What follows belongs to an exercise in optimizing a design on an open flow for small area, a short achievable clock period and few clock cycles per item; a production flow would make more cautious choices. Function was checked by simulation only, so behaviour that the tests miss may differ from the original. No activity file was given, so power comes from the tool's default toggle rates.

## main
// oxdon_rs_dec
module oxdon_rs_dec (
    input  wire       clk,
    input  wire       rst,           
    input  wire       in_valid,
    input  wire [9:0] in_sym,
    output wire       in_ready,
    output reg        err_valid,
    output reg  [9:0] err_pos,       
    output reg  [9:0] err_val,       
    output reg        cw_done,
    output reg        cw_fail,
    output reg  [4:0] cw_nerr
);
    localparam integer T    = 15;
    localparam integer NPAR = 2 * T;      
    localparam [4:0] LAM = 5'd1;
    function [9:0] phi;
        input [9:0] x;
        begin
            phi[0] = ^(x & 10'h177);
            phi[1] = ^(x & 10'h188);
            phi[2] = ^(x & 10'h3e4);
            phi[3] = ^(x & 10'h2c0);
            phi[4] = ^(x & 10'h184);
            phi[5] = ^(x & 10'h0f0);
            phi[6] = ^(x & 10'h12a);
            phi[7] = ^(x & 10'h136);
            phi[8] = ^(x & 10'h070);
            phi[9] = ^(x & 10'h3bc);
        end
    endfunction
    function [9:0] phiinv;
        input [9:0] x;
        begin
            phiinv[0] = ^(x & 10'h06f);
            phiinv[1] = ^(x & 10'h05e);
            phiinv[2] = ^(x & 10'h22a);
            phiinv[3] = ^(x & 10'h238);
            phiinv[4] = ^(x & 10'h0d2);
            phiinv[5] = ^(x & 10'h13c);
            phiinv[6] = ^(x & 10'h0ee);
            phiinv[7] = ^(x & 10'h120);
            phiinv[8] = ^(x & 10'h31a);
            phiinv[9] = ^(x & 10'h1c6);
        end
    endfunction
    localparam [159:0] INV5_TAB = 160'hdd263fd5512a35ee8b0b699e78649663ae9e4820;
    function [4:0] inv5;
        input [4:0] a;
        begin
            inv5 = INV5_TAB[5 * a +: 5];
        end
    endfunction
    function [9:0] gf_mul;
        input [9:0] a;
        input [9:0] b;
        integer i;
        reg [9:0] p, x;
        begin
            p = 10'd0;
            x = a;
            for (i = 0; i < 10; i = i + 1) begin
                if (b[i]) p = p ^ x;
  ...
Size: roughly 5800 cells after synthesis, about 64000 sq um of cells after synthesis.
export LEC_CHECK = 0
export CAP_MARGIN = 20
export CORE_MARGIN = 2
export CORE_UTILIZATION = 50
export PLACE_DENSITY = 0.6
export SLEW_MARGIN = 20
create_clock -name core_clock -period 20.0 [get_ports {clk}]
standard.sh (not shown) runs the stock make flow with config.mk's settings and CLKGATE_MAP_FILE= SYNTH_SCRIPT=/design/flow/synth_recipe.tcl, a recipe that flattens the netlist after the stock synthesis.
==> flow/flow/run.sh <==
#!/bin/bash
# Layout flow: the standard layout (standard.sh: ORFS synthesis through
# finish, unchanged), except that
#  - the buffers global placement puts on the input and output ports are
#    sky130_fd_sc_hd__buf_2 cells rather than the buffer buffer_ports picks by
#    default (a slow delay cell on this platform);
#  - clock tree synthesis clusters up to 22 sinks (80 um across) per leaf buffer and adds no
#    dummy loads.
# make's full output goes to flow_standard.log in the work folder; ORFS keeps
# each step's own log under orfs/logs/.
set -euo pipefail
export BUFFER_PORTS_ARGS="-buffer_cell sky130_fd_sc_hd__buf_2"
export SETUP_SLACK_MARGIN=14.85
export CTS_ARGS="-sink_clustering_enable -repair_clock_nets -sink_clustering_size 22 -sink_clustering_max_diameter 80 -buf_list sky130_fd_sc_hd__clkbuf_16 -dont_use_dummy_load"
bash standard.sh > flow_standard.log 2>&1
main finished every step from synthesis to the final layout, and the layout passed the timing, design-rule and antenna checks.
Testbench counts of main, summed over its fixed seeds: cycles 179,939, codewords 320.
> inputs changed (main -> the feature branch)
# main
export LEC_CHECK = 0
export CAP_MARGIN = 20
export CORE_MARGIN = 2
export CORE_UTILIZATION = 50
export PLACE_DENSITY = 0.6
export SLEW_MARGIN = 20
create_clock -name core_clock -period 20.0 [get_ports {clk}]
# the feature branch
export LEC_CHECK = 0
export CAP_MARGIN = 20
export CORE_MARGIN = 2
export CORE_UTILIZATION = 62
export PLACE_DENSITY = 0.72
export SLEW_MARGIN = 20
create_clock -name core_clock -period 20.0 [get_ports {clk}]
-- flow/flow/run.sh --
<<< main, line 13
export SETUP_SLACK_MARGIN=14.85
>>> the feature branch, line 13
export SETUP_SLACK_MARGIN=14.7
==> results.txt <==
Going from main to the feature branch, global-route wire length before repair dropped 12000 microns; total power dropped 180 uW; clock network fraction of design power dropped 2.1 points.
The feature branch completed; timing, DRC and antenna clean

* * *

Setup of violet:
Starting RTL as in the previous note.
## oxdon_rs_dec
module oxdon_rs_dec (
    input  wire       clk,
    input  wire       rst,           
    input  wire       in_valid,
    input  wire [9:0] in_sym,
    output wire       in_ready,
    output reg        err_valid,
    output reg  [9:0] err_pos,       
    output reg  [9:0] err_val,       
    output reg        cw_done,
    output reg        cw_fail,
    output reg  [4:0] cw_nerr
);
export LEC_CHECK = 0
export CAP_MARGIN = 20
export CORE_MARGIN = 2
export CORE_UTILIZATION = 50
export PLACE_DENSITY = 0.6
export SLEW_MARGIN = 20
create_clock -name core_clock -period 20.0 [get_ports {clk}]
==> flow/flow/run.sh <==
#!/bin/bash
# Layout flow: the standard layout (standard.sh: ORFS synthesis through
# finish, unchanged), except that
#  - the buffers global placement puts on the input and output ports are
#    sky130_fd_sc_hd__buf_2 cells rather than the buffer buffer_ports picks by
#    default (a slow delay cell on this platform);
#  - clock tree synthesis clusters up to 22 sinks (80 um across) per leaf buffer and adds no
#    dummy loads.
# make's full output goes to flow_standard.log in the work folder; ORFS keeps
# each step's own log under orfs/logs/.
set -euo pipefail
export BUFFER_PORTS_ARGS="-buffer_cell sky130_fd_sc_hd__buf_2"
export SETUP_SLACK_MARGIN=14.7
export CTS_ARGS="-sink_clustering_enable -repair_clock_nets -sink_clustering_size 22 -sink_clustering_max_diameter 80 -buf_list sky130_fd_sc_hd__clkbuf_16 -dont_use_dummy_load"
bash standard.sh > flow_standard.log 2>&1
Testbench counts of violet, summed over its fixed seeds: cycles 179,939, codewords 320.
### violet -> pepper
Settings: CTS_CLUSTER_DIAMETER: unset -> 80; CTS_BUF_LIST: unset -> sky130_fd_sc_hd__clkbuf_16; CTS_CLUSTER_SIZE: unset -> 20.
==> flow/flow/run.sh <==
#!/bin/bash
# Layout flow: the standard layout (standard.sh: ORFS synthesis through
# finish, unchanged), except that
#  - the buffers global placement puts on the input and output ports are
#    sky130_fd_sc_hd__buf_2 cells rather than the buffer buffer_ports picks by
#    default (a slow delay cell on this platform);
set -euo pipefail
export BUFFER_PORTS_ARGS="-buffer_cell sky130_fd_sc_hd__buf_2"
export SETUP_SLACK_MARGIN=14.7
bash standard.sh > flow_standard.log 2>&1
pepper — number of ordinary and repair buffers in the finished layout 0.77% higher, violet as reference. violet -> pepper: global-route usage flat. pepper vs violet: worst-case setup margin in the final layout up. Compare pepper and violet | combinational share of power higher: violet. Diff violet -> pepper | first-pass iteration count of the detailed router | increase of 3. The signed area change from the synthesized netlist to the final layout in pepper was higher than what violet gave. [compare] base=violet new=pepper: routed wire length comparable; utilization increased by 0.50 points relative to the old numbers.

## afterwards: timing with drivers on the ports
The results above use ideal ports. As a check the final layouts listed here were re-extracted and re-timed, cells and wires unchanged.
Step 1 assumes that a clkbuf_16 drives the clock port and a buf_2 every other input.
Step 2 adds t to the input delays and takes it off the output delays; t is the mean of the earliest and latest rising clock arrival at the registers after step 1. Input paths then give back, and output paths get back, about the clock's delay inside the block.
a / b / c = ideal / step 1 / step 2; a / b = the first two.
| run | shift t [ns] | setup slack, ns | hold WS [ns] | worst setup path after step 2 |
|---|---|---|---|---|
| main | 0.739 | 14.806 / 14.739 / 14.817 | 0.402 / 0.402 / 0.402 | input to register |
| the feature branch | 0.774 | 14.765 / 14.686 / 14.790 | 0.415 / 0.415 / 0.415 | register to register |
| violet | 0.738 | 14.741 / 14.673 / 14.819 | 0.402 / 0.402 / 0.402 | input to register |
| pepper | 0.778 | 14.744 / 14.674 / 14.805 | 0.403 / 0.403 / 0.403 | input to register |
After both steps setup and hold are still met in every run listed.
